From an optimization exercise on the open Yosys and OpenROAD flow, aimed at small area, a short achievable clock period and few clock cycles per item; shortcuts taken in it are not production practice.
No functional check of the RTL was part of any run shown here.

## flow/design.v (module list and top-level ports; edited modules follow where they fit)
// module cvu: 6758 lines
module cvu (
    input  wire        clk,
    input  wire        rst,
    input  wire        in_valid,
    output wire        in_ready,
    input  wire        in_first,
    input  wire        in_last,
    input  wire [3:0]  in_bytes,
    input  wire [63:0] in_data,
    input  wire [2:0]  cfg_preset,
    input  wire        cfg_chain,
    input  wire [6:0]  cfg_width,
    input  wire [63:0] cfg_poly,
    input  wire [63:0] cfg_init,
    input  wire [63:0] cfg_xorout,
    input  wire        cfg_refin,
    input  wire        cfg_refout,
    output reg         out_valid,
    output reg  [63:0] out_crc,
    output reg  [63:0] out_reg
);
  // ...
==> flow/run.sh <==
#!/bin/bash
# synth_recipe.tcl (not shown) runs the flow's synth.tcl, then flattens the netlist and writes it again
# the make line also repeats each setting of config.mk as NAME=value (left out here)
make -C /OpenROAD-flow-scripts/flow DESIGN_CONFIG=/design/flow/config.mk WORK_HOME=/design/flow/orfs CLKGATE_MAP_FILE= SYNTH_SCRIPT=/design/flow/synth_recipe.tcl finish
==> flow/config.mk <==
export PLATFORM = sky130hd
export DESIGN_NAME = cvu
export DESIGN_NICKNAME = cvu
export VERILOG_FILES = /design/flow/design.v
export SDC_FILE = /design/flow/constraint.sdc
export NUM_CORES = 4
export LEC_CHECK = 0
export CAP_MARGIN = 20
export CORE_MARGIN = 2
export CORE_UTILIZATION = 50
export PLACE_DENSITY = 0.65
export SLEW_MARGIN = 20
==> flow/constraint.sdc <==
create_clock -name core_clock -period 44.0 [get_ports {clk}]
set_input_delay 8.8000 -clock core_clock [delete_from_list [all_inputs] [get_ports {clk}]]
set_output_delay 8.8000 -clock core_clock [all_outputs]
set_load 0.01 [all_outputs]
==> results by group, run 1 <==
Yosys
  • Synth area leaders: xnor2_1, edfxtp_1, nand2_1
  • Syn Nets: between 10,000 and 15,000
  • Top-area cell type share of the netlist area: 22.26%
  • Sequential element share of the synthesized area: 18.28%
  • Count of cell types in the netlist: 91
  • Commonest cells in the netlist: nand2_1, xnor2_1, nor2_1
  • Flops & latches, synth: 608

STA
  • Endpoints failing setup: 0
  • Relative slew margins: 9.421%
  • Hold slack: 0.3582 ns
  • Post-Route Setup TNS: 0 ns
  • Min cycle time layout: 12.18 ns

Cells and area
  • Non-Filler Instances: roughly 14,000
  • Top cell category: multi-input gates
  • Seq_cells: between 600 and 700
  • Clock network share of area: 2.084%
  • Most frequent cells in the layout: nand2_1, xnor2_1, nor2_1
  • Inverters: 58

CTS
  • Max clock buf depth: 3
  • CTS tree: built
  • CTS sink count: 608
  • Post-CTS setup buffers: 0
  • Clock latency on the worst-skew pair: 0.72 ns
  • Clk slew on worst S/H paths: 0.07 ns
  • Hold_buf cts: 0

Floorplan
  • IO Count: 408

GRT
  • First-pass GRT wire length: 643,300 um
  • Routing usage on met3: between 10% and 20%
  • GR Util met2: 68.80%

Worst setup path
  • Crit-path max FO: 46
  • Crit-path slowest cell: a221oi_1
  • Crit path required time: 44.38 ns
  • Setup Crit Path Kind: input pin to register
  • Critical path depth: 9

Status
  • Status: no timing/DRC/antenna violations

Placement
  • Post-detail-place hpwl: 322,800 um

Drt
  • DRT Pass-1 Iters: 10
==> run 2: changes to the inputs <==
--- a/flow/design.v
+++ b/flow/design.v
@@ -14,23 +14,24 @@
     input  wire [63:0] cfg_init,
     input  wire [63:0] cfg_xorout,
     input  wire        cfg_refin,
     input  wire        cfg_refout,
     output reg         out_valid,
     output reg  [63:0] out_crc,
     output reg  [63:0] out_reg
 );
-    integer i1, j1, t1, j2, i3, i4, i7, i8;
+    integer i1, j1, t1, j2, i3, i4, i7, i8, i9;
     reg acc1;
     reg        ready_r;      
     reg        s1, s2;       
     reg        valid_r, first_r, last_r, expf_r, pend;
     reg  [7:0] jsel;         
-    reg [63:0] d_r;
+    reg  [7:0] jsel_keep;    
+    reg [63:0] d_r;          
     assign in_ready = ready_r;
     wire accept  = in_valid & ready_r;
     wire expl_in = (cfg_preset == 3'd0) | (cfg_preset == 3'd7);
     wire run     = ~(s1 | s2);
     wire go      = valid_r & run;
     reg  [7:0] jsel_in;
     always @* begin
         jsel_in = 8'd1;
@@ -41,63 +42,55 @@
                 4'd3: jsel_in = 8'b0010_0000;
                 4'd4: jsel_in = 8'b0001_0000;
                 4'd5: jsel_in = 8'b0000_1000;
                 4'd6: jsel_in = 8'b0000_0100;
                 4'd7: jsel_in = 8'b0000_0010;
                 default: ;
             endcase
     end
+    reg  [6:1] pre;           
+    reg        expl, pre23;
     reg        refin_r, refout_r, p0_r;
+    reg  [7:0] isel;          
     reg  [5:0] k_r;           
     reg [63:0] poly_r, init_r, xor_r, mu_r;
     reg [63:0] A;             
-    reg [63:0] n_poly, n_mu, n_init, n_xor;
-    reg  [5:0] n_k;
-    reg        n_refin, n_refout;
+    wire [7:0] isel_in;
+    assign isel_in[0] = ~in_first;                                         
+    assign isel_in[1] = in_first & (expl_in | cfg_chain & ((cfg_preset == 3'd2) | (cfg_preset == 3'd3)));
+    assign isel_in[2] = in_first & cfg_chain & ((cfg_preset == 3'd1) | (cfg_preset == 3'd4));
+    assign isel_in[3] = in_first & cfg_chain & (cfg_preset == 3'd5);
+    assign isel_in[4] = in_first & cfg_chain & (cfg_preset == 3'd6);
+    assign isel_in[5] = in_first & ~cfg_chain & ((cfg_preset == 3'd1) | (cfg_preset == 3'd4));
+    assign isel_in[6] = in_first & ~cfg_chain & (cfg_preset == 3'd3);
+    assign isel_in[7] = in_first & ~cfg_chain & (cfg_preset == 3'd5);
+    wire refin_in = in_first ? (expl_in ? cfg_refin :
+                                (cfg_preset == 3'd1) | (cfg_preset == 3'd3) | (cfg_preset == 3'd4))
+                             : refin_r;
+    reg  [63:0] d_in;
     always @* begin
-        n_poly = cfg_poly; n_mu = 64'd0; n_init = cfg_init; n_xor = cfg_xorout;
-        n_k = 6'd0 - cfg_width[5:0]; n_refin = cfg_refin; n_refout = cfg_refout;
-        case (cfg_preset)
-            3'd1: begin  
-                n_poly = 64'h1edc6f4100000000; n_mu = 64'h1f91caf6386f2c24;
-                n_init = cfg_chain ? {cfg_init[31:0], 32'd0} : 64'hffffffff00000000;
-                n_xor = 64'hffffffff; n_k = 6'd32; n_refin = 1'b1; n_refout = 1'b1;
-            end
-            3'd2: begin  
-                n_poly = 64'h42f0e1eba9ea3693; n_mu = 64'h578d29d06cc4f872;
-                n_init = cfg_chain ? cfg_init : 64'd0;
-                n_xor = 64'd0; n_k = 6'd0; n_refin = 1'b0; n_refout = 1'b0;
-            end
-            3'd3: begin  
-                n_poly = 64'h42f0e1eba9ea3693; n_mu = 64'h578d29d06cc4f872;
-                n_init = cfg_chain ? cfg_init : {64{1'b1}};
-                n_xor = {64{1'b1}}; n_k = 6'd0; n_refin = 1'b1; n_refout = 1'b1;
-            end
-            3'd4: begin  
-                n_poly = 64'h04c11db700000000; n_mu = 64'h04d101df481b4e5a;
-                n_init = cfg_chain ? {cfg_init[31:0], 32'd0} : 64'hffffffff00000000;
-                n_xor = 64'hffffffff; n_k = 6'd32; n_refin = 1'b1; n_refout = 1'b1;
-            end
-            3'd5: begin  
-                n_poly = 64'h1021000000000000; n_mu = 64'h11303471a041b342;
-                n_init = cfg_chain ? {cfg_init[15:0], 48'd0} : 64'hffff000000000000;
-                n_xor = 64'd0; n_k = 6'd48; n_refin = 1'b0; n_refout = 1'b0;
-            end
-            3'd6: begin  
-                n_poly = 64'h0700000000000000; n_mu = 64'h07156a166329dd12;
-                n_init = cfg_chain ? {cfg_init[7:0], 56'd0} : 64'd0;
-                n_xor = 64'd0; n_k = 6'd56; n_refin = 1'b0; n_refout = 1'b0;
-            end
-            default: ;
-        endcase
+        for (i4 = 0; i4 < 64; i4 = i4 + 1)
+            d_in[i4] = refin_in ? in_data[63-i4] : in_data[8*(7 - i4/8) + (i4%8)];
+    end
+    reg [63:0] p_eff, mu_eff, xor_eff;
+    reg  [5:0] k_eff;
+    reg        refout_eff;
+    always @* begin
+        p_eff  = expl ? poly_r : 64'd0;
+        mu_eff = expl ? mu_r : 64'd0;
+        if (pre[1]) begin p_eff = p_eff | 64'h1edc6f4100000000; mu_eff = mu_eff | 64'h1f91caf6386f2c24; end
+        if (pre23)  begin p_eff = p_eff | 64'h42f0e1eba9ea3693; mu_eff = mu_eff | 64'h578d29d06cc4f872; end
+        if (pre[4]) begin p_eff = p_eff | 64'h04c11db700000000; mu_eff = mu_eff | 64'h04d101df481b4e5a; end
+        if (pre[5]) begin p_eff = p_eff | 64'h1021000000000000; mu_eff = mu_eff | 64'h11303471a041b342; end
+        if (pre[6]) begin p_eff = p_eff | 64'h0700000000000000; mu_eff = mu_eff | 64'h07156a166329dd12; end
+        xor_eff    = expl ? xor_r : (pre[1] | pre[4]) ? 64'hffffffff : pre[3] ? {64{1'b1}} : 64'd0;
+        k_eff      = expl ? k_r : (pre[1] | pre[4]) ? 6'd32 : pre[5] ? 6'd48 : pre[6] ? 6'd56 : 6'd0;
+        refout_eff = expl ? refout_r : (pre[1] | pre[3] | pre[4]);
     end
-    wire [63:0] p_eff = poly_r, mu_eff = mu_r, init_eff = init_r, xor_eff = xor_r;
-    wire  [5:0] k_eff = k_r;
-    wire        refin_eff = refin_r, refout_eff = refout_r;
     wire [63:0] sh_in  = s1 ? poly_r : A;
     wire [63:0] sh_out = sh_in << k_r;
     reg [63:0] U;
     reg [31:0] V;
     always @* begin
         U[0] = 1'b1;
         for (i1 = 1; i1 < 64; i1 = i1 + 1)
             U[i1] = sh_out[64-i1];
@@ -118,36 +111,34 @@
         for (j2 = 0; j2 < 32; j2 = j2 + 1)
             V_sq[2*j2] = V[j2];
     end
     reg [63:0] wmask;
     always @* begin
         for (i3 = 0; i3 < 64; i3 = i3 + 1)
             wmask[i3] = ({1'b0, k_r} + i3[6:0] < 7'd64);
     end
-    wire [7:0] js = s2 ? 8'd1 : jsel;
-    wire [63:0] A_cur = first_r ? init_eff : A;
-    reg  [63:0] D_full;
-    always @* begin
-        for (i4 = 0; i4 < 64; i4 = i4 + 1)
-            D_full[i4] = refin_eff ? d_r[63-i4] : d_r[8*(7 - i4/8) + (i4%8)];
-    end
-    reg  [63:0] A_rot, D_al, lowmask;
+    wire [63:0] A_cur = ({64{isel[0]}} & A)
+                      | ({64{isel[1]}} & init_r)
+                      | ({64{isel[2]}} & {init_r[31:0], 32'd0})
+                      | ({64{isel[3]}} & {init_r[15:0], 48'd0})
+                      | ({64{isel[4]}} & {init_r[7:0], 56'd0})
+                      | ({64{isel[5]}} & 64'hffffffff00000000)
+                      | ({64{isel[6]}} & {64{1'b1}})
+                      | ({64{isel[7]}} & 64'hffff000000000000);
+    wire [63:0] X     = A_cur ^ d_r;
+    reg  [63:0] S, Xup;
     always @* begin
-        A_rot = 64'd0; D_al = 64'd0; lowmask = 64'd0;
+        S = 64'd0; Xup = 64'd0;
         for (i7 = 0; i7 < 8; i7 = i7 + 1)
-            if (js[i7]) begin
-                A_rot   = A_rot | (A_cur >> (8 * i7)) | (A_cur << (64 - 8 * i7));
-                D_al    = D_al | (D_full >> (8 * i7));
-                lowmask = lowmask | ({64{1'b1}} >> (8 * i7));
+            if (jsel[i7]) begin
+                S   = S   | (X >> (8 * i7));
+                Xup = Xup | (A_cur << (64 - 8 * i7));
             end
-        if (s2)
-            D_al = 64'd0;
     end
-    wire [63:0] S = (A_rot & lowmask) ^ D_al;
     wire [63:0] Hq, R;
     wire h_0 = S[63] & mu_eff[63];
     wire h_1 = S[63] & mu_eff[62];
     wire h_2 = S[63] & mu_eff[61];
     wire h_3 = S[63] & mu_eff[60];
     wire h_4 = S[63] & mu_eff[59];
     wire h_5 = S[63] & mu_eff[58];
     wire h_6 = S[63] & mu_eff[57];
@@ -6677,34 +6668,34 @@
     assign R[56] = l_3261;
     assign R[57] = l_3262;
     assign R[58] = l_3263;
     assign R[59] = l_3264;
     assign R[60] = l_3265;
     assign R[61] = l_3266;
     assign R[62] = l_3267;
     assign R[63] = l_3236;
-    wire [63:0] Fin = R ^ (A_rot & ~lowmask);
+    wire [63:0] Fin = R ^ Xup;
     reg [63:0] mu_new, pal_back;
     always @* begin
         mu_new = 64'd0;
         for (i8 = 1; i8 < 64; i8 = i8 + 1)
             mu_new[i8] = R[64-i8];
         pal_back[0] = p0_r;
         for (i8 = 1; i8 < 64; i8 = i8 + 1)
             pal_back[i8] = poly_r[64-i8];
     end
     reg  [5:0] res_k;
     reg        res_refout;
     reg [63:0] res_xor;
     wire [63:0] A_sh = A >> res_k;
     reg  [63:0] A_rev;
     always @* begin
-        for (i8 = 0; i8 < 64; i8 = i8 + 1)
-            A_rev[i8] = A[63-i8];
+        for (i9 = 0; i9 < 64; i9 = i9 + 1)
+            A_rev[i9] = A[63-i9];
     end
     always @(posedge clk) begin
         if (rst) begin
             s1      <= 1'b0;
             s2      <= 1'b0;
             ready_r <= 1'b1;
             valid_r <= 1'b0;
             expf_r  <= 1'b1;
@@ -6716,35 +6707,50 @@
             if (run)
                 valid_r <= in_valid;
             if (accept)
                 expf_r <= in_last;
             pend    <= go & last_r;
         end
         out_valid <= ~rst & pend;
         if (run) begin
-            d_r     <= in_data;
+            d_r     <= d_in;
             first_r <= in_first;
+            isel    <= isel_in;
             last_r  <= in_last;
-            jsel    <= jsel_in;
         end
+        if (run)
+            jsel <= jsel_in;
+        else if (s1)
+            jsel <= 8'd1;
+        else
+            jsel <= jsel_keep;
+        if (s1)
+            jsel_keep <= jsel;
         if (run & expf_r) begin
-            k_r      <= n_k;
-            refin_r  <= n_refin;
-            refout_r <= n_refout;
-            poly_r   <= n_poly;
-            init_r   <= n_init;
-            xor_r    <= n_xor;
-            mu_r     <= n_mu;
+            pre[1]   <= cfg_preset == 3'd1;
+            pre[2]   <= cfg_preset == 3'd2;
+            pre[3]   <= cfg_preset == 3'd3;
+            pre[4]   <= cfg_preset == 3'd4;
+            pre[5]   <= cfg_preset == 3'd5;
+            pre[6]   <= cfg_preset == 3'd6;
+            expl     <= expl_in;
+            pre23    <= (cfg_preset == 3'd2) | (cfg_preset == 3'd3);
+            k_r      <= 6'd0 - cfg_width[5:0];
+            refin_r  <= refin_in;
+            refout_r <= cfg_refout;
+            poly_r   <= cfg_poly;
+            init_r   <= cfg_init;
+            xor_r    <= cfg_xorout;
         end else if (s1) begin
             poly_r <= U;
             p0_r   <= sh_out[0];
             xor_r  <= xor_r & wmask;
             mu_r   <= 64'd0;
-            init_r <= V_sq;
+            init_r <= V_sq ^ d_r;
         end else if (s2) begin
             poly_r <= pal_back;
             init_r <= sh_out;
             mu_r   <= mu_new;
         end
         if (s1)
             A <= init_r;
         else if (go)
==> flow/config.mk (replaced) <==
export PLATFORM = sky130hd
export DESIGN_NAME = cvu
export DESIGN_NICKNAME = cvu
export VERILOG_FILES = /design/flow/design.v
export SDC_FILE = /design/flow/constraint.sdc
export NUM_CORES = 4
export LEC_CHECK = 0
export CAP_MARGIN = 20
export CORE_MARGIN = 2
export CORE_UTILIZATION = 40
export PLACE_DENSITY = 0.5
export SLEW_MARGIN = 50
==> run 2 against run 1 <==
Effect of this change:
- clock skew decreased by 0.031 ns
- via count increased by 3.3%
- critical path depth decreased by 2
- sequential share of layout area decreased by 0.40 points
- clock-buffer cell count increased by 22
- core utilization decreased by 9.2 points
- synthesized cell count decreased by 0.65%
- cell count increased by 6.0%
- area after synthesis increased by 1.6%
- worst hold slack improved by 0.060 ns
==> results by group, run 2 <==
CTS
  • Clock latency on the worst-skew pair: 0.73 ns (was 0.72 ns)
  • Max clock buf depth: 3 (unchanged)
  • TritonCTS Buffers: 74 (was 59)
  • Hold_buf cts: 0 (unchanged)
  • Post-CTS setup buffers: 0 (unchanged)
  • CTS sink count: 630 (was 608)
  • Post-CTS Resized: 0 (unchanged)
  • Root Buffer: clkbuf_16 (unchanged)
  • H-tree lvl count: 3 (was 2)
  • CTS tree: built (unchanged)
  • Clk slew on worst S/H paths: 0.06 ns (was 0.07 ns)

Floorplan
  • Initial cell density of the core: 40.16% (was 50.32%)
  • Area of the die: 0.2290 sq mm (was 0.1806 sq mm)
  • Die X-Extent: 478.5 um (was 425.0 um)
  • Core Area: 0.2242 sq mm (was 0.1761 sq mm)
  • IO Count: 408 (unchanged)
  • Height of the die: 478.5 um (was 425.0 um)
  • Row count: 174 (was 154)

Yosys
  • Count of cell types in the netlist: 101 (was 91)
  • Post-synth ARST share: 0% (unchanged)
  • Post-synthesis cell count: 11,060 (was 11,140)
  • EDFF count, synth: 416 (was 402)
  • Synth Flop Type: edfxtp_1 (unchanged)
  • Commonest cells in the netlist: nor2_1, xnor2_1, nand2_1 (was nand2_1, xnor2_1, nor2_1)
  • Syn Nets: 11,350 (was 11,420)
  • Top-area cell type share of the netlist area: 22.67% (was 22.26%)
  • Syn_area_per_cell: 8.140 sq um (was 7.958 sq um)
  • Top-count cell post-synth: nor2_1 (was nand2_1)
  • Synth Warn #: 1 (unchanged)
  • Sequential element share of the synthesized area: 18.63% (was 18.28%)
  • Area leader, netlist: xnor2_1 (unchanged)
  • Flops & latches, synth: 630 (was 608)
  • Synth area leaders: xnor2_1, edfxtp_1, nor2_1 (was xnor2_1, edfxtp_1, nand2_1)
  • Synthesized area: 0.09006 sq mm (was 0.08862 sq mm)

Drt
  • Routed length per instance: 39.64 um (was 34.37 um)
  • DR vias: 93,680 (was 90,650)
  • Post-route DRC: 0 (unchanged)
  • Initial detailed-routing violation count: 17,760 (was 17,300)
  • Vias per cell: 6.507 (was 6.673)
  • Post-route ant nets: 0 (unchanged)
  • DRT Pass-1 Iters: 12 (was 10)
  • Post-Route WL: 570,700 um (was 466,800 um)

Cells and area
  • Core Util, Final: 46.23% (was 55.42%)
  • Syn-to-layout area delta: 15.10% (was 10.14%)
  • Share of layout cells above drive strength 1: 12.22% (was 8.913%)
  • Most frequent cells in the layout: nor2_1, xnor2_1, nand2_1 (was nand2_1, xnor2_1, nor2_1)
  • Finished layout cell area: 0.1037 sq mm (was 0.09760 sq mm)
  • Fin nets: 11,580 (was 11,430)
  • Register area: 0.01681 sq mm (was 0.01621 sq mm)
  • Non-Filler Instances: 14,400 (was 13,580)
  • Multi-input gate area: 0.07154 sq mm (was 0.06893 sq mm)
  • Most common cell after layout, fill and taps aside: nor2_1 (was nand2_1)
  • Layout fillers: 22,200 (was 16,440)

STA
  • Relative slew margins: 37.24% (was 9.421%)
  • RSZ-0062 raised after global routing: no (unchanged)
  • Part of the cycle the worst path needs: 24.30% (was 27.69%)
  • Hold slack: 0.4187 ns (was 0.3582 ns)
  • Post-route setup slack: 33.31 ns (was 31.82 ns)
  • Clock Skew: 0.04292 ns (was 0.07384 ns)
  • Hold violation count in the final report: 0 (unchanged)
  • Count of final max-slew check failures: 0 (unchanged)
  • Tightest Pin Transition: 0.9153 ns (was 1.359 ns)
  • Min cycle time layout: 10.69 ns (was 12.18 ns)
  • Endpoints failing setup: 0 (unchanged)
  • Fmax: 93.54 MHz (was 82.08 MHz)
  • Post-Route Setup TNS: 0 ns (unchanged)

Worst setup path
  • Crit-path max cell delay: 0.62 ns (was 1.17 ns)
  • Buf/Inv on CP: 2 (was 4)
  • Top delay family on crit path: buffers and inverters (was compound AO/OA/AOI/OAI gates)
  • Crit. End Element: register (unchanged)
  • Crit-path slowest cell: clkdlybuf4s50_1 (was a221oi_1)
  • CP arrival: 11.15 ns (was 12.56 ns)
  • Worst reg2reg startpoint: isel[0] (was s2)
  • Crit path cell chain: clkdlybuf4s50_1 -> nor3b_1 -> a31oi_1 -> o21ai_0 -> mux2i_4 -> buf_4 -> mux2_2 (was buf_2 -> buf_4 -> and2_1 -> a21oi_1 -> nor2_4 -> buf_4 -> buf_4 -> a221oi_1 -> o21ai_0)
  • Crit path required time: 44.46 ns (was 44.38 ns)
  • Critical path origin: cfg_preset[0] (unchanged)
  • Crit-path max FO: 33 (was 46)
  • Setup Crit Path Kind: input pin to register (unchanged)
  • Crit path launch type: input pin (unchanged)

GRT
  • Initial antenna violation count: 75 (was 51)
  • Grt ovf: 0 (unchanged)
  • Global Route Usage Sum: 47.93% (was 49.64%)
  • Largest net degree at the start of global routing: 100 (was 93)
  • Vias in the first global route: 84,690 (was 84,160)
  • First-pass GRT wire length: 757,900 um (was 643,300 um)

Min path
  • Hold Path Origin: res_xor[10] (was xor_r[0])
  • Hold Crit Class: register to register (unchanged)

Placement
  • DP Cell Count: 14,200 (was 13,420)
  • Placed cell area: 0.1006 sq mm (was 0.09540 sq mm)
  • Placer congestion estimate: 1.079 (about the same)
  • DP Worst Slack: 32.62 ns (was 31.54 ns)
  • IO buf count: 406 (unchanged)
  • Post-detail-place hpwl: 426,900 um (was 322,800 um)

Job
  • Max_cap viols: 0 (unchanged)

Status
  • Status: no timing/DRC/antenna violations (unchanged)
## run 2: changes by cell type after synthesis, moves of 79 or more
cell,before,now
a21oi_1,311,443
xor2_1,688,500
a21o_1,5,99
clkbuf_1,487,567
mux2i_1,260,181
xnor2_1,2252,2331
nand3_1,57,241
nand2_1,2643,841
nor2_1,1246,2606
o22ai_1,286,25
## run 2: worst paths after layout
check	endpoint	slack (ns)	depth (start not counted)
max	d_r[3]	33.31	7
min	out_crc[10]	0.42	1
max reg2reg	A[46]	33.42	25
min reg2reg	out_crc[10]	0.42	1
## run 2: layer usage
layer	vias up	track usage, %	routed length [um]
li1	37840	-	-
met1	46200	63.60	219800
met2	7910	65.24	222400
met3	1672	19.35	87850
met4	54	26.78	40310
met5	-	0	370
## run 2: logic make-up (layout without fill, tap and decap cells)
logic type | after synthesis | in the layout | share of synthesized area (%)
XOR/XNOR | 3309 | 3309 | 39.37
adder cells (fa/ha/maj) | 7 | 7 | 0.09725
flip-flops | 630 | 630 | 18.63
other | 0 | 52 | 0
AO/OA/AOI/OAI | 1602 | 1602 | 11.73
multiplexers | 435 | 435 | 6.663
buffers and inverters | 887 | 1176 | 4.117
AND/OR/NAND/NOR | 4194 | 4194 | 19.40
## run 2: final cells by class
cell class                      instances  area share (%)
Antenna cell                           52          0.1255
Sequential cell                       630           16.21
Tap cell                             2992           3.611
Multi-Input combinational cell       9547           69.01
Timing Repair Buffer                  977           8.332
Inverter                               65          0.2474
Clock buffer                          100           2.114
Clock inverter                         34          0.3428

-- afterwards: timing with drivers on the ports --
Ports are ideal in the flow. The routed layouts listed here were re-timed in OpenROAD.
Step 1 assumes that a clkbuf_16 drives the clock port and a buf_2 every other input.
Step 2 also shifts input and output timing later by t, the mid clock arrival at the registers, as if the neighbouring blocks saw the same clock.
Slacks: ideal / step 1 / step 2; pairs: ideal / step 1.
run | t, ns | setup slack, ns | worst hold slack (ns) | latest minus earliest clock arrival (ns) | worst data-port slew with drivers (ns)
run 1 | 0.759 | 31.817 / 31.870 / 31.111 | 0.358 / 0.358 / 0.358 | 0.074 / 0.074 | 0.08
run 2 | 0.790 | 33.309 / 33.291 / 32.501 | 0.419 / 0.419 / 0.419 | 0.043 / 0.043 | 0.13
After both steps setup and hold are still met in every run listed. The setup slack of run 2, which loses most, moves by -0.018 ns with the drivers and by -0.808 ns with both steps.
